This is an optimization exercise on Yosys and OpenROAD, whose aim is small area and a short achievable clock period, not a production implementation. Only simulation tests tie the RTL to the original design; equivalence was not proved.

`flow/run.sh`:
```
#!/bin/bash
# synth_recipe.tcl (not shown) runs the flow's synth.tcl, then flattens the netlist and writes it again
# the make line also repeats each setting of config.mk as NAME=value (left out here)
make -C /OpenROAD-flow-scripts/flow DESIGN_CONFIG=/design/flow/config.mk WORK_HOME=/design/flow/orfs CLKGATE_MAP_FILE= SYNTH_SCRIPT=/design/flow/synth_recipe.tcl finish
```
`flow/config.mk`:
```
export PLATFORM = sky130hd
export DESIGN_NAME = cerxa_core
export DESIGN_NICKNAME = cerxa_core
export VERILOG_FILES = /design/flow/design.v
export SDC_FILE = /design/flow/constraint.sdc
export NUM_CORES = 4
export LEC_CHECK = 0
export CAP_MARGIN = 20
export CORE_MARGIN = 2
export CORE_UTILIZATION = 40
export PLACE_DENSITY = 0.6
export SLEW_MARGIN = 20
```
`flow/constraint.sdc`:
```
create_clock -name core_clock -period 14.0 [get_ports {clk}]
set_input_delay 2.8000 -clock core_clock [delete_from_list [all_inputs] [get_ports {clk}]]
set_output_delay 2.8000 -clock core_clock [all_outputs]
set_load 0.01 [all_outputs]
```
`flow/design.v`:
```
module cerxa_core (
    input  wire        clk,
    input  wire        rst,
    output wire [15:0] imem_addr,
    output wire        imem_en,
    input  wire [23:0] imem_rdata,
    output wire        dmem_re,
    output wire        dmem_we,
    output wire [17:0] dmem_addr,
    output wire [7:0]  dmem_wdata,
    input  wire [7:0]  dmem_rdata,
    output wire        io_re,
    output wire        io_we,
    output wire [15:0] io_addr,
    output wire [7:0]  io_wdata,
    input  wire [7:0]  io_rdata
);
    localparam [7:0]                   OP_ADD   = 8'h01, OP_SUB    = 8'h02,
                     OP_ADDC  = 8'h03, OP_SUBC  = 8'h04, OP_CARRY  = 8'h05,
                     OP_CARRYC= 8'h06, OP_BORROW= 8'h07, OP_BORROWC= 8'h08,
                     OP_AND   = 8'h09, OP_OR    = 8'h0A, OP_XOR    = 8'h0B,
                     OP_SHL   = 8'h0C, OP_SHR   = 8'h0D, OP_SAR    = 8'h0E,
                     OP_MULL  = 8'h0F, OP_MULH  = 8'h10, OP_SEQ    = 8'h11,
                     OP_SLTU  = 8'h12, OP_SLTS  = 8'h13, OP_ADDD   = 8'h14,
                     OP_SUBD  = 8'h15, OP_DCAR  = 8'h16, OP_DAA    = 8'h17;
    localparam [7:0] OP_ADDI  = 8'h20, OP_ANDI  = 8'h21, OP_ORI    = 8'h22,
                     OP_XORI  = 8'h23, OP_SHLI  = 8'h24, OP_SHRI   = 8'h25,
                     OP_SARI  = 8'h26, OP_SEQI  = 8'h27, OP_SLTIU  = 8'h28,
                     OP_MOVI  = 8'h29, OP_ADDP  = 8'h2A;
    localparam [7:0] OP_MFS   = 8'h30, OP_MTS   = 8'h31;
    localparam [7:0] OP_LD    = 8'h40, OP_ST    = 8'h41, OP_LDP    = 8'h42,
                     OP_STP   = 8'h43;
    localparam [7:0] OP_IN    = 8'h50, OP_OUT   = 8'h51, OP_INR    = 8'h52,
                     OP_OUTR  = 8'h53;
    localparam [7:0] OP_BEQ   = 8'h60, OP_BNE   = 8'h61, OP_BLTU   = 8'h62,
                     OP_BGEU  = 8'h63, OP_BLTS  = 8'h64, OP_BGES   = 8'h65,
                     OP_BEQI  = 8'h68, OP_BNEI  = 8'h69;
    localparam [7:0] OP_JMP   = 8'h70, OP_CALL  = 8'h71, OP_JR     = 8'h72,
                     OP_CALLR = 8'h73, OP_RET   = 8'h74;
    reg  [127:0] gr;                
    reg  [15:0] cnt_r, lnk_r, iob_r;
    reg  [2:0]  dsb_r;
    reg  [15:0] pc_f;
    reg  [23:0] ir_d;
    reg         v_d;
    reg  [15:0] rep_cnt;
    reg  [23:0] ir_x;
    reg  [15:0] pc1_x;              
    reg         v_x;
    reg  [2:0]  xa_row;             
    reg         xa_odd;             
    reg  [3:0]  xb_reg;             
    reg         m_ld, m_st, m_in, m_out;
    reg         m_zld;              
    reg  [3:0]  m_dst;
    reg  [15:0] m_addr;
    reg  [7:0]  m_data;
    reg         w_ld, w_in, w_zld;
    reg  [3:0]  w_dst;
    reg         w2_in;
    reg  [3:0]  w2_dst;
    reg  [7:0]  w2_data;
    function [7:0] rev8;
        input [7:0] x;
        rev8 = {x[0], x[1], x[2], x[3], x[4], x[5], x[6], x[7]};
    endfunction
    function [6:0] divmod10;
        input [6:0] v;
        reg   [2:0] q;
        reg   [6:0] qs, r;
        begin
            if      ($signed(v) >= 7'sd30)  q = 3'd3;
            else if ($signed(v) >= 7'sd20)  q = 3'd2;
            else if ($signed(v) >= 7'sd10)  q = 3'd1;
            else if ($signed(v) >= 7'sd0)   q = 3'd0;
            else if ($signed(v) >= -7'sd10) q = 3'b111;
            else                            q = 3'b110;
            qs = {{4{q[2]}}, q};
            r  = v - {qs[3:0], 3'b000} - {qs[5:0], 1'b0};
            divmod10 = {q, r[3:0]};
        end
    endfunction
    wire [7:0] gv [0:15];
    wire [7:0] gev [0:7];
    wire [7:0] godv [0:7];
    genvar gi;
    generate
        for (gi = 0; gi < 16; gi = gi + 1) begin : gview
            assign gv[gi] = gr[8*gi +: 8];
        end
        for (gi = 0; gi < 8; gi = gi + 1) begin : bview
            assign gev[gi]  = gr[16*gi +: 8];
            assign godv[gi] = gr[16*gi + 8 +: 8];
        end
    endgenerate
    wire [7:0]  op_d      = ir_d[23:16];
    wire        d_is_pre  = v_d && (op_d[7:2] == 6'b100000);
    wire [15:0] d_pre_n   = op_d[1] ? cnt_r : ir_d[15:0];
    wire        d_pre_z   = (d_pre_n == 16'd0);
    wire        hold_d    = v_d && !d_is_pre && (rep_cnt != 16'd0);
    wire [3:0]  d_fd = ir_d[15:12];
    wire [3:0]  d_fa = ir_d[11:8];
    wire [3:0]  d_fb = ir_d[7:4];
    wire        d_br   = (op_d[7:4] == 4'h6);
    wire        d_alun = (op_d[7:5] == 3'b000);
    wire        d_pair = (op_d == OP_ADDP) || (op_d[7:4] == 4'h4) ||
                         (op_d == OP_INR) || (op_d == OP_OUTR) ||
                         (op_d == OP_JR) || (op_d == OP_CALLR) ||
                         ((op_d == OP_MTS) && (d_fb[1:0] != 2'd2));
    wire [3:0]  d_ra   = d_br ? d_fd : d_fa;
    wire [7:0] op   = ir_x[23:16];
    wire [3:0] fd   = ir_x[15:12];
    wire [3:0] fa   = ir_x[11:8];
    wire [3:0] fb   = ir_x[7:4];
    wire [3:0] fx   = ir_x[3:0];
    wire [7:0] imm8 = ir_x[7:0];
    wire [15:0] imm16 = ir_x[15:0];
    wire [7:0]  pa_lo = gev[xa_row];
    wire [7:0]  pa_hi = godv[xa_row];
    wire [15:0] gp    = {pa_hi, pa_lo};
    wire [7:0]  ra    = xa_odd ? pa_hi : pa_lo;
    wire [7:0]  rb    = gv[xb_reg];
    wire [7:0]  rx    = gv[fx];
    wire        cin   = rx[0];
    wire        is_alu_n = (op >= OP_ADD) && (op <= OP_DAA);
    wire        is_alu_i = (op >= OP_ADDI) && (op <= OP_MOVI);
    wire        is_bri   = (op == OP_BEQI) || (op == OP_BNEI);
    wire [7:0]  opb      = (op[7:4] == 4'h2) ? imm8 : is_bri ? {4'd0, fa} : rb;
    wire        is_add   = (op == OP_ADD) || (op == OP_ADDI) || (op == OP_ADDC) ||
                           (op == OP_CARRY) || (op == OP_CARRYC);
    wire        use_cin  = (op == OP_ADDC) || (op == OP_SUBC) ||
                           (op == OP_CARRYC) || (op == OP_BORROWC);
    wire        c0       = is_add ^ !(use_cin && cin);
    wire [8:0]  s9       = {1'b0, ra} + {1'b0, opb ^ {8{!is_add}}} + {8'd0, c0};
    wire        ltu      = !s9[8];
    wire        lts      = ltu ^ ra[7] ^ opb[7];
    wire        eq       = (ra == opb);
    wire        is_shl   = (op == OP_SHL) || (op == OP_SHLI);
    wire        sfill    = ((op == OP_SAR) || (op == OP_SARI)) && ra[7];
    wire [7:0]  sh_in    = is_shl ? rev8(ra) : ra;
    wire [15:0] sh_ext   = {{8{sfill}}, sh_in} >> opb[2:0];
    wire [7:0]  sh_r     = (opb[7:3] != 5'd0) ? {8{sfill}} : sh_ext[7:0];
    wire [15:0] prod     = ra * rb;
    wire        is_subd  = (op == OP_SUBD);
    wire [7:0]  bcd_b    = (op == OP_DAA) ? 8'd0 : rb;
    wire [6:0]  bu       = is_subd ? ({3'd0, ra[3:0]} - {3'd0, bcd_b[3:0]})
                                   : ({3'd0, ra[3:0]} + {3'd0, bcd_b[3:0]});
    wire [6:0]  bt       = is_subd ? ({3'd0, ra[7:4]} - {3'd0, bcd_b[7:4]})
                                   : ({3'd0, ra[7:4]} + {3'd0, bcd_b[7:4]});
    wire [6:0]  dmu      = divmod10(bu);
    wire [6:0]  bt2      = bt + {{4{dmu[6]}}, dmu[6:4]};
    wire [6:0]  dmt      = divmod10(bt2);
    reg  [7:0]  alu_r;
    always @(*) begin
        case (op)
            OP_ADD, OP_ADDI, OP_SUB,
            OP_ADDC, OP_SUBC:  alu_r = s9[7:0];
            OP_CARRY,
            OP_CARRYC:         alu_r = {7'd0, s9[8]};
            OP_BORROW, OP_BORROWC,
            OP_SLTU, OP_SLTIU: alu_r = {7'd0, ltu};
            OP_AND,  OP_ANDI:  alu_r = ra & opb;
            OP_OR,   OP_ORI:   alu_r = ra | opb;
            OP_XOR,  OP_XORI:  alu_r = ra ^ opb;
            OP_SHL,  OP_SHLI:  alu_r = rev8(sh_r);
            OP_SHR,  OP_SHRI,
            OP_SAR,  OP_SARI:  alu_r = sh_r;
            OP_MULL:           alu_r = prod[7:0];
            OP_MULH:           alu_r = prod[15:8];
            OP_SEQ,  OP_SEQI:  alu_r = {7'd0, eq};
            OP_SLTS:           alu_r = {7'd0, lts};
            OP_ADDD, OP_SUBD,
            OP_DAA:            alu_r = {dmt[3:0], dmu[3:0]};
            OP_DCAR:           alu_r = {6'd0, dmt[5:4]};
            OP_MOVI:           alu_r = imm8;
            default:           alu_r = 8'h00;
        endcase
    end
    reg take;
    always @(*) begin
        case (op)
            OP_BEQ, OP_BEQI:   take = eq;
            OP_BNE, OP_BNEI:   take = !eq;
            OP_BLTU:           take = ltu;
            OP_BGEU:           take = !ltu;
            OP_BLTS:           take = lts;
            OP_BGES:           take = !lts;
            OP_JMP, OP_CALL, OP_JR, OP_CALLR, OP_RET: take = 1'b1;
            default:           take = 1'b0;
        endcase
    end
    wire take_x = v_x && take;
    wire        is_br    = (op[7:4] == 4'h6);
    wire        is_iob   = (op == OP_IN) || (op == OP_OUT);
    wire        is_call  = (op == OP_CALL) || (op == OP_CALLR);
    wire        is_ret   = (op == OP_RET);
    wire [15:0] add_a    = (is_br || is_call) ? pc1_x :
                           is_iob ? iob_r : is_ret ? lnk_r : gp;
    wire [15:0] add_b    = is_iob ? {4'd0, ir_x[11:0]} :
                           (is_call || is_ret) ? 16'd0 : {{8{imm8[7]}}, imm8};
    wire [15:0] sum16    = add_a + add_b + {15'd0, is_br || is_call};
    wire [15:0] target   = ((op == OP_JMP) || (op == OP_CALL)) ? imm16 :
                           ((op == OP_JR) || (op == OP_CALLR)) ? gp : sum16;
    wire        is_ld   = (op == OP_LD) || (op == OP_LDP);
    wire        is_st   = (op == OP_ST) || (op == OP_STP);
    wire        is_in   = (op == OP_IN) || (op == OP_INR);
    wire        is_out  = (op == OP_OUT) || (op == OP_OUTR);
    wire        is_post = (op == OP_LDP) || (op == OP_STP);
    wire [15:0] maddr   = is_post ? gp : sum16;
    wire        d_resv  = maddr[15];                  
    wire        is_mfs  = (op == OP_MFS);
    wire        is_mts  = (op == OP_MTS);
    wire        xw_sgl  = v_x && (is_alu_n || is_alu_i || (is_mfs && fb == 4'h2));
    wire        xw_pair = v_x && ((op == OP_ADDP) || is_post ||
                                  (is_mfs && (fb == 4'h0 || fb == 4'h1 || fb == 4'h3)));
    wire [2:0]  xw_row  = xw_pair ? (is_post ? fa[2:0] : fd[2:0]) : fd[3:1];
    wire        xw_ev   = xw_pair || (xw_sgl && !fd[0]);
    wire        xw_od   = xw_pair || (xw_sgl &&  fd[0]);
    reg  [15:0] xw_val;
    always @(*) begin
        if (is_mfs) begin
            case (fb[1:0])
                2'd0:    xw_val = cnt_r;
                2'd1:    xw_val = lnk_r;
                2'd2:    xw_val = {13'd0, dsb_r};
                default: xw_val = iob_r;
            endcase
        end else if ((op == OP_ADDP) || is_post)
            xw_val = sum16;
        else
            xw_val = {8'd0, alu_r};
    end
    wire [7:0]  xw_even = xw_val[7:0];
    wire [7:0]  xw_odd  = xw_pair ? xw_val[15:8] : xw_val[7:0];
    function xhit;
        input [3:0] r;
        xhit = (r[0] ? xw_od : xw_ev) && (xw_row == r[3:1]);
    endfunction
    wire xw_cnt = v_x && is_mts && (fb == 4'h0);
    wire xw_lnk = v_x && ((is_mts && (fb == 4'h1)) || is_call);
    wire xw_dsb = v_x && is_mts && (fb == 4'h2) && (ra[7:3] == 5'd0);
    wire xw_iob = v_x && is_mts && (fb == 4'h3);
    assign imem_addr  = take_x ? target : pc_f;
    assign imem_en    = !rst && !hold_d;
    assign dmem_re    = m_ld  && !rst;
    assign dmem_we    = m_st  && !rst;
    assign dmem_addr  = {m_addr[14], m_addr[14] ? dsb_r : 3'd0, m_addr[13:0]};
    assign dmem_wdata = m_data;
    assign io_re      = m_in  && !rst;
    assign io_we      = m_out && !rst;
    assign io_addr    = m_addr;
    assign io_wdata   = m_data;
    wire [7:0] ld_data = w_zld ? 8'h00 : dmem_rdata;
    reg  [127:0] g_next;
    reg  [15:0]  g_we;
    integer i;
    always @(*) begin
        for (i = 0; i < 16; i = i + 1) begin
            if (rst) begin
                g_we[i] = 1'b1;
                g_next[8*i +: 8] = 8'h00;
            end else if (xhit(i)) begin
                g_we[i] = 1'b1;
                g_next[8*i +: 8] = i[0] ? xw_odd : xw_even;
            end else if (w_ld && (w_dst == i)) begin
                g_we[i] = 1'b1;
                g_next[8*i +: 8] = ld_data;
            end else begin
                g_we[i] = w2_in && (w2_dst == i);
                g_next[8*i +: 8] = w2_data;
            end
        end
    end
    always @(posedge clk) begin
        for (i = 0; i < 16; i = i + 1)
            if (g_we[i]) gr[8*i +: 8] <= g_next[8*i +: 8];
    end
    always @(posedge clk) begin
        if (rst) begin
            cnt_r   <= 16'd0;
            lnk_r   <= 16'd0;
            iob_r   <= 16'd0;
            dsb_r   <= 3'd0;
            pc_f    <= 16'd0;
            v_d     <= 1'b0;
            rep_cnt <= 16'd0;
            v_x     <= 1'b0;
            m_ld    <= 1'b0;
            m_zld   <= 1'b0;
            m_st    <= 1'b0;
            m_in    <= 1'b0;
            m_out   <= 1'b0;
            w_ld    <= 1'b0;
            w_in    <= 1'b0;
            w2_in   <= 1'b0;
        end else begin
            if (!hold_d) begin
                v_d  <= !(d_is_pre && d_pre_z);
                pc_f <= imem_addr + 16'd1;
            end
            if (d_is_pre)
                rep_cnt <= d_pre_z ? 16'd0 : d_pre_n - 16'd1;
            else if (hold_d)
                rep_cnt <= rep_cnt - 16'd1;
            v_x   <= v_d;
            m_ld  <= v_x && is_ld && !d_resv;
            m_st  <= v_x && is_st && !d_resv;
            m_in  <= v_x && is_in;
            m_out <= v_x && is_out;
            m_zld <= v_x && is_ld && d_resv;
            w_ld  <= (m_ld || m_zld) && !xhit(m_dst);
            w_in  <= m_in && !xhit(m_dst);
            w2_in <= w_in && !xhit(w_dst);
            if (xw_cnt) cnt_r <= gp;
            if (xw_lnk) lnk_r <= is_call ? sum16 : gp;
            if (xw_iob) iob_r <= gp;
            if (xw_dsb) dsb_r <= ra[2:0];
        end
    end
    always @(posedge clk) begin
        if (!hold_d)
            ir_d <= imem_rdata;
        ir_x   <= ir_d;
        pc1_x  <= pc_f;
        xa_row <= d_pair ? d_fa[2:0] : d_ra[3:1];
        xa_odd <= d_ra[0];
        xb_reg <= d_alun ? d_fb : d_br ? d_fa : d_fd;
        m_dst  <= fd;
        m_addr <= maddr;
        m_data <= rb;
        w_dst  <= m_dst;
        w_zld  <= m_zld;
        w2_dst  <= w_dst;
        w2_data <= io_rdata;
    end
endmodule
```
==> results.txt <==
## cells by family (layout without fill, tap and decap cells)
logic type	count (synthesis)	after routing	synth area share [%]
xor+xnor	94	94	3.15
buf+inv	376	398	6.24
flops	338	338	31.2
fa+ha+maj	147	147	8.18
simple gates	1116	1116	20.2
mux	181	181	7.91
compound gates	903	903	23.2
## worst paths after layout
check | endpoint | slack [ps] | cells after the start
hold / removal | w_dst[3] | 360 | 0
setup / recovery | imem_addr[0] | 3320 | 20
setup reg to reg | gr[127] | 4410 | 29
hold reg to reg | w_dst[3] | 360 | 0
## synthesized netlist by cell type (17+ instances only)
master	instances
o22ai_1	28
ha_1	101
a221oi_1	30
clkbuf_1	148
nand4_1	17
nor4_1	17
a22oi_1	17
a21oi_1	221
nor2_1	420
fa_1	45
nand3_1	50
dfxtp_1	186
a31oi_1	19
and3_1	19
o211ai_1	21
mux2_2	26
a211oi_1	171
or3_1	44
edfxtp_1	152
nand2b_1	42
a22o_1	17
xor2_1	36
or2_2	19
buf_2	38
nand2_1	233
nor2b_1	72
buf_4	29
xnor2_1	57
and2_1	21
o21ai_0	159
mux2i_1	131
mux4_2	20
a21o_1	42
inv_1	129
nor3_1	92
## per-stage QoR
step           area, sq um
3_5_place_dp         28200
4_1_cts              29700
3_3_place_gp         28200
2_1_floorplan        26600
5_1_grt              29800
6_report             29800
## layout by cell type (no fill, tap or decap), types with 42 or more instances in the layout
| cell | n |
|---|---|
| nor2_1 | 416 |
| nand2_1 | 233 |
| a21oi_1 | 221 |
| dfxtp_1 | 184 |
| a211oi_1 | 170 |
| o21ai_0 | 159 |
| edfxtp_1 | 152 |
| mux2i_1 | 130 |
| inv_1 | 129 |
| clkdlybuf4s50_1 | 111 |
| ha_1 | 101 |
| nor3_1 | 90 |
| buf_4 | 74 |
| nor2b_1 | 72 |
| xnor2_1 | 57 |
| nand3_1 | 50 |
| clkbuf_16 | 47 |
| fa_1 | 45 |
| or3_1 | 44 |
| nand2b_1 | 42 |
| a21o_1 | 42 |
## critical path, stage by stage, from the launching register on
cell and delay [ps]:
dfxtp_1 800, buf_4 430, nor4bb_1 100, o21ai_0 180, o2111ai_1 250, o31ai_4 630, nor2_1 170, a221oi_4 630
xnor2_1 220, inv_1 90, fa_1 440, nor2b_1 130, o21a_1 130, o21ai_0 120, a21oi_1 520, xor2_1 290
xnor3_1 320, o21bai_4 270, nand2_2 420, o31ai_1 510, clkdlybuf4s50_1 610
## layer usage
metal	part of all wire (%)	vias up	routed length [microns]
met2	43	1588	48600
met5	0.054	-	61
li1	-	11500	-
met3	11	211	12800
met4	3.2	10	3550
met1	42	12400	47100
## cell type report
type	count	share of cell area, %
sequential	338	27.9
timing repair buffer	187	5.66
clock buffer	56	4.21
tap	864	3.63
multi-input combinational	2441	56.1
inverter	135	1.70
clock inverter	20	0.854
==> results.txt <==
met2 Use GR=48.3%; slack of the critical path=about 3300 ps; post-route ant nets=0; core area=65700 sq um; clock sinks=338; vias per std cell=around 6.4; Placed Cells incl. Taps=3964; period utilization=76.3%; Setup Viol. Count Final=0; gr usage total=32.1%; initial antenna violation count=4; leading area contributor after synthesis=edfxtp_1; Critical Path AT=a little under 8000 ps; largest net degree at the start of global routing=roughly 80; Worst setup EP type=output port; antenna cells=0; first-pass GRT wire length=163000 microns; max cap viols=0; CP Class=reg -> out; grt met3 use=8.33%; unrepaired setup endpoints after global routing=false; DP HPWL=between 80000 and 90000 microns; crit path max fanout=30; Layout Nets=about 3300; syn avg cell area=8.43 sq um; die area=68500 sq um; clock latency (worst-skew pair)=590 ps; top cells by area, synth=edfxtp_1, dfxtp_1, nor2_1; Post-Route Skew=roughly 34 ps; Core Util, Final=45.3%; final hold vios=0; syn nets=3343; Rows=94; share of cells above drive strength 1=8.88%; global route hottest layer=met2; Die W=262 microns; CTS Hold Bufs=0; Reg with most FFs=gr; hold slack=around 360 ps; via count=25700; share of the synthesized area in the top cell type=17.2%; Post-synth EDFFs=~150; min Tclk post-route=between 10000 and 15000 ps; Syn Inst Count=3155; final estimated routing congestion in global placement=between 0.9 and 1; die height=262 microns; drt total wl=112000 microns; slew of the pin with the lowest slew margin=1130 ps; Setup TNS Final=0 ps; gr ovfl total=0; FF+latch area=8290 sq um; area of the multi-input gates=between 15000 and 20000 sq um; Critical Path RT=11200 ps; Post-CTS Setup Bufs=0; Area growth, synth to finish=11.9%; sequential share of the synthesized area=31.2%; DRT iter0 DRCs=3730; Root Buffer=clkbuf_16; mapped cell area=around 27000 sq um; Crit Reg-Reg Startpoint=xa_row[0]; Peak Freq=93.6 MHz; critical path startpoint=xb_reg[1]; CTS tree=done; worst-case clock buffer depth=3; Critical Path Start Type=flop; # fillers=6362; fin. max-slew vios=0; cts repair resizes=0; H-tree depth=2; I/O pin count=113; Top FF cell, synth=dfxtp_1; hold path start=m_dst[3]; vias in the first global route=approximately 24000; pre-CTS setup slack=4010 ps; status=no timing/DRC/antenna violations; library cells used by synthesis=roughly 120; Initial Utilization=about 40%; DRT Pass-1 Iters=6; Reg clk slew, reported paths=70 ps; post-synthesis register bit count=338; # DRC=0; wire length per cell=27.7 microns; Yosys Warn Count=1; CTS Buf Count=41; Max-Slew Margin vs Limit=24.6%; Largest regs=gr: 128 flops, ir_d: 24 flops, ir_x: 24 flops; M1 GR Usage=44.8%; max reg flops=between 100 and 150; port buffer count=112; non-filler cells, final=4041; Hold WC Path Type=reg -> reg; Async SR Flop Fraction=0%

[what the ideal ports hide]
No port has a modelled driver above. Below, the same layout with a new extraction and two added sets of constraints. Step 1: set_driving_cell puts a clkbuf_16 on clk and a buf_2 on each other input, an assumption about the parent block. Step 2 times the ports against the registers' clock, not the clock port: input delays grow and output delays shrink by t, the midpoint of the rising clock arrivals with the driver on. a / b / c = ideal / step 1 / step 2; a / b = the first two.
shift t [ns]: 0.643
setup slack, ns: 3.319 / 3.254 / 3.898
hold WS [ns]: 0.355 / 0.355 / 0.355
slew at the worst register clock pin (ns): 0.07 / 0.07
After both steps this run still meets setup and hold. The setup slack of this run moves by -0.065 ns with the drivers and by +0.579 ns with both steps.
